Background: an optimization exercise with open tools, aiming at small area, a short achievable clock period and few clock cycles per item. Do not read the settings as production practice.
Function was checked by simulation only, so behaviour that the tests miss may differ from the original.
Power figures rest on the tool's default switching activity, not on a simulated workload.

Design feq_recip, start of the top module:
module feq_recip (
    input  wire        clk,
    input  wire        rst,         
    input  wire        in_valid,
    output wire        in_ready,
    input  wire [15:0] a_raw,       
    input  wire [15:0] b_raw,       
    output reg         out_valid,
    input  wire        out_ready,
    output wire [31:0] out_re,      
    output wire [31:0] out_im,      
    output reg  [3:0]  out_sh,      
    output reg         out_dead
);
Size in the first run: ~3200 cells after synthesis, roughly 410 flip-flops, roughly 110 I/O pins, roughly 0.030 mm2 of cells after synthesis.
Settings: LEC_CHECK=0, CAP_MARGIN=20, CORE_MARGIN=2, CORE_UTILIZATION=60, SLEW_MARGIN=20, SYNTH_HIERARCHICAL=0; clock period 12.0 ns.
standard.sh (not shown) runs the stock make flow with config.mk's settings and CLKGATE_MAP_FILE= SYNTH_SCRIPT=/design/flow/synth_recipe.tcl, a recipe that flattens the netlist after the stock synthesis.
==> flow/flow/run.sh <==
#!/bin/bash
# Standard ORFS layout, with timing repair asked to leave extra setup
# slack (the clock and constraints are the design's own).
set -euo pipefail
export SETUP_SLACK_MARGIN=${MARGIN:-7}
bash standard.sh > standard.log 2>&1 || { tail -50 standard.log; exit 1; }
Testbench counts at the start, summed over its fixed seeds: cycles 36,196, items 2,400.
Rerun with:
Settings changed: CORE_UTILIZATION 60 to 40, CTS_BUF_LIST from default to sky130_fd_sc_hd__clkbuf_4 sky130_fd_sc_hd__clkbuf_8, CTS_CLUSTER_SIZE from default to 30.
Outcome:
- The changed run produced a clean layout
- cell area rose by 1.1%
- flip-flop and latch count is unchanged
- count of clock-buffer cells in the layout rose by 33
- clock power fell by about 4%
- die area increases by 49%
- register-to-register slack gains 0.02 ns
- final cell count rises by 9.2%
- total power falls by 1.2%
- first-iteration DRC count falls by 21%
- setup slack degrades by 0.13 ns
- critical path depth is unchanged
Rerun with:
--- a/flow/flow/run.sh
+++ b/flow/flow/run.sh
@@ -5 +5 @@
-export SETUP_SLACK_MARGIN=${MARGIN:-7}
+export SETUP_SLACK_MARGIN=${MARGIN:-8}
Settings changed: CTS_BUF_LIST sky130_fd_sc_hd__clkbuf_4 sky130_fd_sc_hd__clkbuf_8 to default, CTS_CLUSTER_SIZE 30 to default.
=> Non-clock buffer count climbs by 181. Global-route usage climbs by 0.99 points. Setup slack gains 0.45 ns. Power climbs by 15%. Sequential power drops by about 4%. Routed wire length climbs by 7.7%. Clock skew drops by 0.011 ns. Count of clock-buffer cells in the layout drops by 38. Via count climbs by 4.1%.
Rerun with:
--- a/flow/flow/run.sh
+++ b/flow/flow/run.sh
@@ -5 +5 @@
-export SETUP_SLACK_MARGIN=${MARGIN:-8}
+export SETUP_SLACK_MARGIN=${MARGIN:-7.5}
What happened: The changed run produced a clean layout; setup slack degrades by 0.13 ns; wire length went down by a few percent; final area went down by a few percent; global-route usage went down by 0.13 points; fmax went down by a few percent; utilization went down by 2.9 points; flip-flop and latch count does not change.


feq_recip again, from the RTL that the note above started with.
Design feq_recip, start of the top module:
module feq_recip (
    input  wire        clk,
    input  wire        rst,         
    input  wire        in_valid,
    output wire        in_ready,
    input  wire [15:0] a_raw,       
    input  wire [15:0] b_raw,       
    output reg         out_valid,
    input  wire        out_ready,
    output wire [31:0] out_re,      
    output wire [31:0] out_im,      
    output reg  [3:0]  out_sh,      
    output reg         out_dead
);
    reg         s1_busy;
    reg         s1_prep;            
    reg  [3:0]  s1_cnt;             
    reg         sqm;                
    reg         dead1;
    reg  [3:0]  hp;                 
    reg         e2_r, ez_r;         
    reg  [15:0] as_r, bs_r;
    reg  [31:0] sq_r;               
    reg  [2:0]  ca, cb;             
    wire   s1_load;
    assign in_ready = s1_load;
    wire s1_fin = (s1_cnt == 4'd9);
    wire a_small = (a_raw[15:1] == 15'd0) | (a_raw == 16'hFFFF);
    wire b_small = (b_raw[15:1] == 15'd0) | (b_raw == 16'hFFFF);
    wire red2 = (as_r[15] == as_r[14]) & (bs_r[15] == bs_r[14]);
    wire red3 = ((as_r[15:13] == 3'b000) | (as_r[15:13] == 3'b111)) &
                ((bs_r[15:13] == 3'b000) | (bs_r[15:13] == 3'b111));
    wire red5 = ((as_r[15:11] == 5'b00000) | (as_r[15:11] == 5'b11111)) &
                ((bs_r[15:11] == 5'b00000) | (bs_r[15:11] == 5'b11111));
    wire normed = dead1 | ~red2;
    wire [2:0]  kn = s1_prep ? s1_cnt[2:0] + 3'd1 : 3'd0;
    wire [16:0] ax = {as_r, 1'b0};
    wire [16:0] bx = {bs_r, 1'b0};
    reg  [2:0]  wa, wb;
  ...
clock: 12.0 ns
lec_check: 0
cap_margin: 20
core_margin: 2
core_utilization: 40
setup_slack_margin: 5
slew_margin: 20
synth_hierarchical: 0
run.sh (not shown) runs the stock make flow with config.mk's settings and CLKGATE_MAP_FILE= SYNTH_SCRIPT=/design/flow/synth_recipe.tcl, a recipe that flattens the netlist after the stock synthesis.
Stock flow here: none of the scripts above is used.
The starting point finished with timing, DRC and antenna clean.
Testbench counts at the start, summed over its fixed seeds: cycles 36,196, items 2,400.
Next try:
==> flow/flow/run.sh (new file) <==
#!/bin/bash
# Standard ORFS layout, with timing repair asked to leave extra setup
# slack (the clock and constraints are the design's own).
set -euo pipefail
export SETUP_SLACK_MARGIN=${MARGIN:-7}
bash standard.sh > standard.log 2>&1 || { tail -50 standard.log; exit 1; }
==> flow/standard.sh (new file) <==
#!/bin/bash
# synth_recipe.tcl (not shown) runs the flow's synth.tcl, then flattens the netlist and writes it again
# the make line also repeats each setting of config.mk as NAME=value (left out here)
make -C /OpenROAD-flow-scripts/flow DESIGN_CONFIG=/design/flow/config.mk WORK_HOME=/design/flow/orfs CLKGATE_MAP_FILE= SYNTH_SCRIPT=/design/flow/synth_recipe.tcl "${@:-finish}"
- SETUP_SLACK_MARGIN: 5 -> not set
removed: flow/run.sh
After rerunning: Die area stays the same; cell count goes up by 0.91%; maximum frequency goes up by about 25%; clock-buffer cell count stays the same; power goes up by about 3.2%; core utilization goes up by 0.91 points; wire length goes up by about 3%; clock power goes up by about 9%; via count goes up by about 1.5%.

==> what the ideal ports hide <==
No port has a modelled driver above. Below, the same layouts with a new extraction and two added sets of constraints.
Step 1 assumes that a clkbuf_16 drives the clock port and a buf_2 every other input.
Step 2 times the ports against the registers' clock, not the clock port: input delays grow and output delays shrink by t, the midpoint of the rising clock arrivals with the driver on.
Three values: ideal, step 1, step 2; two values: the first two.
| run | t (ns) | slack for setup (ns) | hold slack, ns | worst setup path at the end |
|---|---|---|---|---|
| the first run of note 1 | 0.653 | 7.134 / 7.075 / 7.216 | 0.419 / 0.419 / 0.419 | register to register |
| the second run of note 1 | 0.738 | 7.009 / 6.946 / 6.930 | 0.417 / 0.417 / 0.417 | input to register |
| the third run of note 1 | 0.649 | 7.456 / 7.396 / 7.493 | 0.373 / 0.373 / 0.373 | register to register |
| the fourth run of note 1 | 0.672 | 7.329 / 7.265 / 7.290 | 0.406 / 0.406 / 0.406 | input to register |
| the first run of note 2 | 0.655 | 5.951 / 5.886 / 6.226 | 0.422 / 0.422 / 0.422 | register to register |
| the second run of note 2 | 0.669 | 7.163 / 7.099 / 7.021 | 0.395 / 0.395 / 0.395 | input to register |
After both steps setup and hold are still met in every run listed. The setup slack of the second run of note 2, which loses most, moves by -0.064 ns with the drivers and by -0.142 ns with both steps.
